This is an optimization exercise on Yosys and OpenROAD, whose aim is small area, a short achievable clock period and few clock cycles per item, not a production implementation. RTL that was checked went through simulation tests only; none was proved equivalent to the original.

// skive_enc
module skive_enc (
    input  wire        clk,
    input  wire        rst,           
    input  wire        in_valid,
    output reg         in_ready,
    input  wire [31:0] in_data,       
    input  wire [1:0]  in_fmt,        
    input  wire        in_last,       
    output reg         out_valid,
    input  wire        out_ready,
    output reg  [7:0]  out_mant,      
    output reg  [15:0] out_hdr,       
    output reg         out_last,      
    output reg         out_err        
);
==> flow/config.mk <==
export PLATFORM = sky130hd
export DESIGN_NAME = skive_enc
export DESIGN_NICKNAME = skive_enc
export VERILOG_FILES = /design/flow/design.v
export SDC_FILE = /design/flow/constraint.sdc
export NUM_CORES = 4
export LEC_CHECK = 0
export ABC_AREA = 1
export CAP_MARGIN = 20
export CORE_MARGIN = 2
export CORE_UTILIZATION = 40
export CTS_BUF_LIST = sky130_fd_sc_hd__clkbuf_8
export CTS_CLUSTER_DIAMETER = 50
export CTS_CLUSTER_SIZE = 16
export SLEW_MARGIN = 20
==> flow/constraint.sdc <==
create_clock -name core_clock -period 110.0 [get_ports {clk}]
set_input_delay 22.0000 -clock core_clock [delete_from_list [all_inputs] [get_ports {clk}]]
set_output_delay 22.0000 -clock core_clock [all_outputs]
set_load 0.01 [all_outputs]
standard.sh (not shown) runs the stock make flow with config.mk's settings and CLKGATE_MAP_FILE= SYNTH_SCRIPT=/design/flow/synth_recipe.tcl, a recipe that flattens the netlist after the stock synthesis.
==> flow/flow/run.sh <==
#!/bin/bash
# The standard layout, with the port buffers made of sky130_fd_sc_hd__buf_2
# instead of the delay buffers buffer_ports picks by default, and clock tree
# synthesis without dummy loads. The full output of the flow goes to
# standard.log in the work folder; ORFS's own per-step logs are under
# orfs/logs/.
set -euo pipefail
bash standard.sh 'BUFFER_PORTS_ARGS=-buffer_cell sky130_fd_sc_hd__buf_2' \
  'CTS_ARGS=-sink_clustering_enable -repair_clock_nets -sink_clustering_size 16 -sink_clustering_max_diameter 50 -buf_list sky130_fd_sc_hd__clkbuf_8 -dont_use_dummy_load' \
  finish > standard.log 2>&1
Rerun with:
--- a/flow/design.v
+++ b/flow/design.v
@@ -30,17 +30,17 @@
     reg         wpok;         
     wire        wr_el   = in_valid && in_ready;
     wire        wr      = wpok || wr_el;
     wire [1:0]  wfmt_n  = (wcnt == 6'd0) ? in_fmt : wfmt;
     wire        wend    = (wcnt == ((wfmt_n == FMT_B8) ? 6'd31 : 6'd63));    
     wire [7:0]  in_e  = in_data[30:23];
     wire [5:0]  in_ec = (in_e == 8'hFF) ? 6'd63 : (in_e > 8'd149) ? 6'd53 :
                         (in_e > 8'd101) ? {~in_e[5], in_e[4:0]} :
-                        (in_e == 8'd0) ? 6'd0 : 6'd5;
+                        (in_e == 8'd0 && in_data[22:0] == 23'd0) ? 6'd0 : 6'd5;
     wire [EW-1:0] in_ent = {in_data[31], in_ec, in_data[22:7], |in_data[6:0]};
     wire [EW-1:0] wdata  = wpad ? {EW{1'b0}} : in_ent;
     reg         nw, nfirst, nlast;
     reg  [1:0]  nfmt;
     reg  [15:0] hkey;         
     reg         hnan;
     wire [5:0]  a_c  = wpos[22:17];
     wire [15:0] a_f  = wpos[16:1];
@@ -88,17 +88,17 @@
     wire [11:0] d_mt  = {1'b0, a_m} & ~(d_one - 12'd1);      
     wire        d_inc = a_st || ({1'b0, a_m} != d_mt);
     wire [11:0] d_mi  = d_mt + (d_inc ? d_one : 12'd0);      
     wire        d_cy  = d_mi[11];
     wire [5:0]  d_tb  = d_exp[5:0] + 6'd16 + {5'd0, d_cy};
     reg  [15:0] sc_key;
     always @* begin
         if (a_c == 6'd0)
-            sc_key = (wpos[16:0] == 17'd0) ? 16'd0 : {6'd7, 10'd0};      
+            sc_key = 16'd0;                                              
         else if (a_c == 6'd63 || d_exp > 10'sd30 || (d_exp == 10'sd30 && d_cy))
             sc_key = {6'd46, 10'h3FF};                                   
         else if (d_sh == 4'd11)
             sc_key = {6'd7, 10'd0};                                      
         else
             sc_key = {d_tb, d_cy ? 10'd0 : d_mi[9:0]};
     end
     wire [15:0] e_key  = a_nan ? 16'd0 : (nfmt == FMT_B8) ? {b8_tb, 10'd0} : sc_key;
=>
- global-route usage barely changes
- maximum frequency shrinks by 2.0%
- core utilization climbs by 0.12 points
- die area climbs by 0.37%
- clock-buffer cell count is unchanged
- critical path depth goes down by 1
- synthesized cell count went up by 1.7%
- cell area is higher by 0.41%
- non-clock buffer count rises by 2
No run of this note included a check of the RTL's function; only the layout flow was run.

---

## the reference run
skive_enc, a different RTL version from the one above (not shown whole).
Size in the first run: roughly 3,800 cells after synthesis, about 1,700 flip-flops, about 67 I/O pins, ~47,000 um2 of cells after synthesis.
export LEC_CHECK = 0
export ABC_AREA = 1
export CAP_MARGIN = 20
export CORE_MARGIN = 2
export CORE_UTILIZATION = 55
export CTS_BUF_LIST = sky130_fd_sc_hd__clkbuf_8
export CTS_CLUSTER_DIAMETER = 50
export CTS_CLUSTER_SIZE = 16
export SLEW_MARGIN = 20
create_clock -name core_clock -period 110.0 [get_ports {clk}]
Scripts as last shown in full above: flow/flow/run.sh
Testbench counts of the reference run, summed over its fixed seeds: cycles 170,928, items 3,200.
Input-level comparison between the trial run and the reference run:
diff --git a/flow/design.v b/flow/design.v
--- a/flow/design.v
+++ b/flow/design.v
@@ -1,23 +1,23 @@
 module skive_enc (
     input  wire        clk,
     input  wire        rst,           
     input  wire        in_valid,
     output reg         in_ready,
     input  wire [31:0] in_data,       
     input  wire [1:0]  in_fmt,        
     input  wire        in_last,       
     output reg         out_valid,
     input  wire        out_ready,
     output reg  [7:0]  out_mant,      
-    output reg  [15:0] out_hdr,       
+    output wire [15:0] out_hdr,       
     output reg         out_last,      
     output reg         out_err        
 );
     localparam [1:0] FMT_B8 = 2'd0, FMT_B6 = 2'd1;
     localparam integer EW = 24;       
     localparam integer RD = 65;       
     localparam integer RW = RD - 1;   
     localparam integer RL = RD + 1;   
     reg  [EW*RL-1:0] ring;
     wire [EW-1:0]    head = ring[EW-1:0];           
     wire [EW-1:0]    wpos = ring[EW*RW +: EW];      
@@ -97,49 +97,50 @@
         else if (a_c == 6'd63 || d_exp > 10'sd30 || (d_exp == 10'sd30 && d_cy))
             sc_key = {6'd46, 10'h3FF};                                   
         else if (d_sh == 4'd11)
             sc_key = {6'd7, 10'd0};                                      
         else
             sc_key = {d_tb, d_cy ? 10'd0 : d_mi[9:0]};
     end
     wire [15:0] e_key  = a_nan ? 16'd0 : (nfmt == FMT_B8) ? {b8_tb, 10'd0} : sc_key;
     wire [15:0] hbase  = nfirst ? 16'd0 : hkey;
     wire [15:0] hkey_n = (e_key > hbase) ? e_key : hbase;
     wire        hnan_n = (!nfirst && hnan) || a_nan;
-    reg  [18:0] q0, q1;       
+    reg  [17:0] q0, q1;       
     reg  [1:0]  qn;
     wire        hpush = nw && nlast;
-    wire [18:0] hq    = {hkey_n, nfmt, hnan_n};
+    wire [17:0] hq    = {hnan_n ? 6'h3F : hkey_n[15:10], hkey_n[9:0], nfmt};
     reg  [5:0]  rj;           
     reg  [1:0]  cfmt;
-    reg         cnan;
     reg  [5:0]  ctb;
     reg  [9:0]  cdsig;
     reg         rdok;         
     wire        bfirst = (rj == 6'd0);
-    wire [1:0]  b_fmt  = bfirst ? q0[2:1]   : cfmt;
-    wire        b_nan  = bfirst ? q0[0]     : cnan;
-    wire [5:0]  b_tb   = bfirst ? q0[18:13] : ctb;
-    wire [10:0] dsig   = {1'b1, bfirst ? q0[12:3] : cdsig};
+    wire [1:0]  b_fmt  = bfirst ? q0[1:0]   : cfmt;
+    wire [5:0]  b_tb   = bfirst ? q0[17:12] : ctb;
+    wire        b_nan  = (b_tb == 6'h3F);
+    wire [10:0] dsig   = {1'b1, bfirst ? q0[11:2] : cdsig};
     wire        b_end  = (rj == ((b_fmt == FMT_B8) ? 6'd31 : 6'd63));
-    wire [5:0]  q_tb   = q0[18:13];
+    wire [5:0]  q_tb   = q0[17:12];
     wire [7:0]  q_s    = {2'b00, q_tb} - 8'd25;
     wire [5:0]  q_dsh  = 6'd17 - q_tb;                       
-    wire [10:0] q_sub  = {1'b1, q0[12:3]} >> q_dsh[3:0];
+    wire [10:0] q_sub  = {1'b1, q0[11:2]} >> q_dsh[3:0];
     wire [5:0]  q_ef   = q_tb - 6'd16;
-    wire [15:0] q_hdr  = (q0[2:1] == FMT_B8) ? {8'h00, q_s} :
+    wire [15:0] q_hdr  = (q0[1:0] == FMT_B8) ? {8'h00, q_s} :
                          (q_tb == 6'd0)      ? 16'h0000 :
-                         (q_tb > 6'd16)      ? {1'b0, q_ef[4:0], q0[12:3]} :
+                         (q_tb > 6'd16)      ? {1'b0, q_ef[4:0], q0[11:2]} :
                                                {6'd0, q_sub[9:0]};
+    reg  [14:0] hdr_r;        
+    assign out_hdr = {1'b0, hdr_r};
     wire [15:0] b_hdr  = bfirst ? q_hdr : out_hdr;
-    wire        silent = !bfirst && cnan;
+    wire        silent = !bfirst && (ctb == 6'h3F);
     wire        rd     = rdok && (silent || !out_valid || out_ready);
     wire        x_s = head[23];
     wire [5:0]  x_c = head[22:17];
     wire [16:0] x_v = {1'b1, head[16:1]};
     wire        x_t = head[0];
     wire        is_b8 = (b_fmt == FMT_B8);
     wire [6:0]  qlim  = is_b8 ? 7'd127 : (b_fmt == FMT_B6) ? 7'd31 : 7'd7;
     wire signed [7:0] tt = $signed({2'b00, x_c}) - $signed({2'b00, b_tb});
     reg  [6:0]  dq;
     reg  [11:0] dr;
     reg  [12:0] dd;
@@ -190,34 +191,33 @@
         if (nw) begin
             hkey <= hkey_n;
             hnan <= hnan_n;
         end
         if (in_ready || wpok) begin
             wfmt   <= wfmt_n;
             nfirst <= (wcnt == 6'd0);
             nlast  <= wend;
             nfmt   <= wfmt_n;
         end
         if (bfirst) begin
-            cfmt  <= q0[2:1];
-            cnan  <= q0[0];
-            ctb   <= q0[18:13];
-            cdsig <= q0[12:3];
+            cfmt  <= q0[1:0];
+            ctb   <= q0[17:12];
+            cdsig <= q0[11:2];
         end
         if (pop ? (qn == 2'd2) : (hpush && qn != 2'd0))
             q1 <= hq;
         if (pop ? (qn == 2'd2 || hpush) : (hpush && qn == 2'd0))
             q0 <= (pop && qn == 2'd2) ? q1 : hq;
         if (rd && !silent) begin
             out_mant <= b_nan ? 8'd0 : mant;
-            out_hdr  <= b_nan ? 16'd0 : b_hdr;
+            hdr_r    <= b_nan ? 15'd0 : b_hdr[14:0];
             out_last <= b_nan || b_end;
             out_err  <= b_nan;
         end
     end
     always @(posedge clk) begin
         if (rst) begin
             wdel      <= 7'd0;
             rdel      <= RD[6:0];
             cnt       <= 7'd0;
             wcnt      <= 6'd0;
             wpad      <= 1'b0;
==> comparison <==
- Comparing the trial run with the reference run, the upper clock frequency limit came out essentially unchanged.
- On synthesized cell count: between the trial run and the reference run, it ends up lower for the reference run.
- Compared with the reference run, the trial run shows routed wire length lower by 1.2%.
- In the metrics for the trial run and the reference run, the one carrying the higher slew of the pin with the lowest slew margin is the reference run.
- Post-synthesis mux area share essentially unchanged between the reference run and the trial run.
- When the trial run is measured against the reference run, its global-route usage turns out 0.20 points lower.
- The trial run against the reference run: area of all placed cells without fillers neither gained nor lost much, arrival time reported for the critical path endpoint neither gained nor lost much, die span in y neither gained nor lost much.
Testbench counts of the trial run, summed over its fixed seeds: cycles 170,928, items 3,200.

---

skive_enc with an RTL version that a note above also has.
Size in the first run: ~3800 cells after synthesis, roughly 1700 flip-flops, roughly 67 I/O pins, about 47000 sq um of cells after synthesis.
==> flow/config.mk <==
export PLATFORM = sky130hd
export DESIGN_NAME = skive_enc
export DESIGN_NICKNAME = skive_enc
export VERILOG_FILES = /design/flow/design.v
export SDC_FILE = /design/flow/constraint.sdc
export NUM_CORES = 4
export LEC_CHECK = 0
export ABC_AREA = 1
export CAP_MARGIN = 20
export CORE_MARGIN = 2
export CORE_UTILIZATION = 40
export CTS_BUF_LIST = sky130_fd_sc_hd__clkbuf_8
export CTS_CLUSTER_DIAMETER = 50
export CTS_CLUSTER_SIZE = 16
export SLEW_MARGIN = 20
==> flow/constraint.sdc <==
create_clock -name core_clock -period 110.0 [get_ports {clk}]
set_input_delay 22.0000 -clock core_clock [delete_from_list [all_inputs] [get_ports {clk}]]
set_output_delay 22.0000 -clock core_clock [all_outputs]
set_load 0.01 [all_outputs]
==> flow/flow/run.sh <==
#!/bin/bash
# The standard layout, with the port buffers made of sky130_fd_sc_hd__buf_2
# instead of the delay buffers buffer_ports picks by default. The full output
# of the flow goes to standard.log in the work folder; ORFS's own per-step logs
# are under orfs/logs/.
set -euo pipefail
bash standard.sh 'BUFFER_PORTS_ARGS=-buffer_cell sky130_fd_sc_hd__buf_2' finish > standard.log 2>&1
Next try:
--- a/flow/design.v
+++ b/flow/design.v
@@ -27,23 +27,23 @@
     reg  [5:0]  wcnt;         
     reg  [1:0]  wfmt;
     reg         wpad;         
     reg         wpok;         
     wire        wr_el   = in_valid && in_ready;
     wire        wr      = wpok || wr_el;
     wire [1:0]  wfmt_n  = (wcnt == 6'd0) ? in_fmt : wfmt;
     wire        wend    = (wcnt == ((wfmt_n == FMT_B8) ? 6'd31 : 6'd63));    
     wire [7:0]  in_e  = in_data[30:23];
     wire [5:0]  in_ec = (in_e == 8'hFF) ? 6'd63 : (in_e > 8'd149) ? 6'd53 :
                         (in_e > 8'd101) ? {~in_e[5], in_e[4:0]} :
-                        (in_e == 8'd0) ? 6'd0 : 6'd5;
+                        (in_e == 8'd0 && in_data[22:0] == 23'd0) ? 6'd0 : 6'd5;
     wire [EW-1:0] in_ent = {in_data[31], in_ec, in_data[22:7], |in_data[6:0]};
     wire [EW-1:0] wdata  = wpad ? {EW{1'b0}} : in_ent;
     reg         nw, nfirst, nlast;
     reg  [1:0]  nfmt;
     reg  [15:0] hkey;         
     reg         hnan;
     wire [5:0]  a_c  = wpos[22:17];
     wire [15:0] a_f  = wpos[16:1];
     wire        a_nan = (a_c == 6'd63) && (wpos[16:0] != 17'd0);
     wire [5:0]  s_tb = a_c - 6'd6 + ((a_f[15:9] == 7'h7F) ? 6'd1 : 6'd0);
     wire [5:0]  b8_tb = (a_c < 6'd15) ? 6'd9 : (a_c > 6'd45) ? 6'd40 :
@@ -85,23 +85,23 @@
     wire [3:0]  d_sh  = d_exp[9] ? ((d_sr > 10'd11) ? 4'd11 : d_sr[3:0]) :
                         (d_exp == 10'sd0) ? 4'd1 : 4'd0;    
     wire [11:0] d_one = 12'd1 << d_sh;
     wire [11:0] d_mt  = {1'b0, a_m} & ~(d_one - 12'd1);      
     wire        d_inc = a_st || ({1'b0, a_m} != d_mt);
     wire [11:0] d_mi  = d_mt + (d_inc ? d_one : 12'd0);      
     wire        d_cy  = d_mi[11];
     wire [5:0]  d_tb  = d_exp[5:0] + 6'd16 + {5'd0, d_cy};
     reg  [15:0] sc_key;
     always @* begin
         if (a_c == 6'd0)
-            sc_key = (wpos[16:0] == 17'd0) ? 16'd0 : {6'd7, 10'd0};      
+            sc_key = 16'd0;                                              
         else if (a_c == 6'd63 || d_exp > 10'sd30 || (d_exp == 10'sd30 && d_cy))
             sc_key = {6'd46, 10'h3FF};                                   
         else if (d_sh == 4'd11)
             sc_key = {6'd7, 10'd0};                                      
         else
             sc_key = {d_tb, d_cy ? 10'd0 : d_mi[9:0]};
     end
     wire [15:0] e_key  = a_nan ? 16'd0 : (nfmt == FMT_B8) ? {b8_tb, 10'd0} : sc_key;
     wire [15:0] hbase  = nfirst ? 16'd0 : hkey;
     wire [15:0] hkey_n = (e_key > hbase) ? e_key : hbase;
     wire        hnan_n = (!nfirst && hnan) || a_nan;
@@ -145,35 +145,40 @@
     reg  [12:0] dd;
     integer yi;
     always @* begin
         dr = {2'b00, x_v[16:7]};
         for (yi = 6; yi >= 0; yi = yi - 1) begin
             dr = {dr[10:0], x_v[yi]};
             dd = {1'b0, dr} - {2'b00, dsig};
             dq[yi] = !dd[12];
             if (!dd[12]) dr = dd[11:0];
         end
     end
-    wire [7:0]  y8   = {dq, is_b8 & dr[9]};
-    wire        yrz  = (dr[8:0] != 9'd0) || (!is_b8 && dr[11:9] != 3'd0);
+    wire [7:0]  y8   = is_b8 ? x_v[16:9] : {dq, 1'b0};
+    wire        yrz  = is_b8 ? (x_v[8:0] != 9'd0) : (dr != 12'd0);
     wire [2:0]  zsh  = 3'd6 - tt[2:0];            
     wire [7:0]  zf   = y8 >> zsh;
     wire        zlost = (y8 & ~(8'hFF << zsh)) != 8'd0;
     wire        zst  = zlost || yrz || x_t;
     wire [6:0]  m0   = zf[7:1];
-    wire        up   = zf[0] & (zst | m0[0]);
-    wire        zero = (x_c == 6'd0) || (tt <= -8'sd2);
-    wire        sat  = (x_c == 6'd63) || (tt >= 8'sd7) || (m0 > qlim) || (m0 == qlim && up);
-    wire [7:0]  mrs  = ({1'b0, m0} ^ {8{x_s}}) + {7'd0, x_s ^ up};
-    wire [7:0]  qls  = x_s ? (8'd0 - {1'b0, qlim}) : {1'b0, qlim};
-    wire [7:0]  mant = zero ? 8'd0 : sat ? qls : mrs;
+    wire [7:0]  mr   = {1'b0, m0} + {7'd0, zf[0] & (zst | m0[0])};
+    reg  [6:0]  mag;
+    always @* begin
+        if (x_c == 6'd0 || tt <= -8'sd2)
+            mag = 7'd0;
+        else if (x_c == 6'd63 || tt >= 8'sd7 || mr > {1'b0, qlim})
+            mag = qlim;
+        else
+            mag = mr[6:0];
+    end
+    wire [7:0]  mant = x_s ? (8'd0 - {1'b0, mag}) : {1'b0, mag};
     reg         pop;          
     wire [6:0]  cnt_up = cnt + 7'd1;
     wire [6:0]  cnt_dn = cnt - 7'd1;
     wire [6:0]  cnt_n  = (wr == rd) ? cnt : wr ? cnt_up : cnt_dn;
     wire [6:0]  wdel_d = (wdel == 7'd0) ? (RL[6:0] - 7'd1) : (wdel - 7'd1);
     wire [6:0]  rdel_d = (rdel == 7'd0) ? (RL[6:0] - 7'd1) : (rdel - 7'd1);
     wire [6:0]  wdel_n = (cnt == 7'd0) ? 7'd0 : (wr ? wdel : wdel_d);
     wire [6:0]  rdel_n = (cnt == 7'd0) ? (wr ? RD[6:0] - 7'd1 : RD[6:0]) : (rd ? rdel : rdel_d);
     wire        wpad_n = wr ? (!wend && (wpad || (wr_el && in_last))) : wpad;
     wire        waln_n = (wr || cnt == 7'd0 || wdel == 7'd1) &&
                          !(!rd && (cnt == RL[6:0] || (wr && cnt == RL[6:0] - 7'd1)));
Area after synthesis rises slightly.
Global-route usage rises by 0.14 points.
Utilization rises by 0.27 points.
Worst hold slack is worse by 0.012 ns.
Sequential share of layout area shrinks by 0.60 points.
Clock-buffer cell count came out higher by 5.
Register-to-register slack loses 0.62 ns.
Testbench counts after the change, summed over its fixed seeds: cycles 170,928, items 3,200.
Only the layout flow was run in the first run of this note; the RTL was not checked for function there.

==> static timing again, ports no longer ideal <==
No port has a modelled driver above. Below, the same layouts with a new extraction and two added sets of constraints. Step 1 sets driving cells, clkbuf_16 on the clock port and buf_2 on the other inputs (assumed; they add their load-dependent delay and slew). Step 2 adds t to the input delays and takes it off the output delays; t is the mean of the earliest and latest rising clock arrival at the registers after step 1. Input paths then give back, and output paths get back, about the clock's delay inside the block. Three values: ideal ports, drivers, drivers and shift; two values: the first two.
run	t, ns	setup WS [ns]	hold WS [ns]
the first run of note 1	0.859	86.483 / 86.533 / 85.674	0.267 / 0.267 / 0.267
the second run of note 1	0.821	86.014 / 86.057 / 85.237	0.268 / 0.268 / 0.268
the reference run	0.817	86.682 / 86.622 / 86.008	0.261 / 0.261 / 0.261
the trial run	0.832	86.694 / 86.630 / 86.035	0.272 / 0.272 / 0.272
the first run of note 3	0.895	86.507 / 86.544 / 85.663	0.303 / 0.303 / 0.303
the second run of note 3	0.896	86.610 / 86.546 / 86.033	0.291 / 0.291 / 0.291
After both steps setup and hold are still met in every run listed. For the first run of note 3, which loses most, drivers alone change the setup slack by +0.037 ns; drivers and shift together by -0.844 ns.
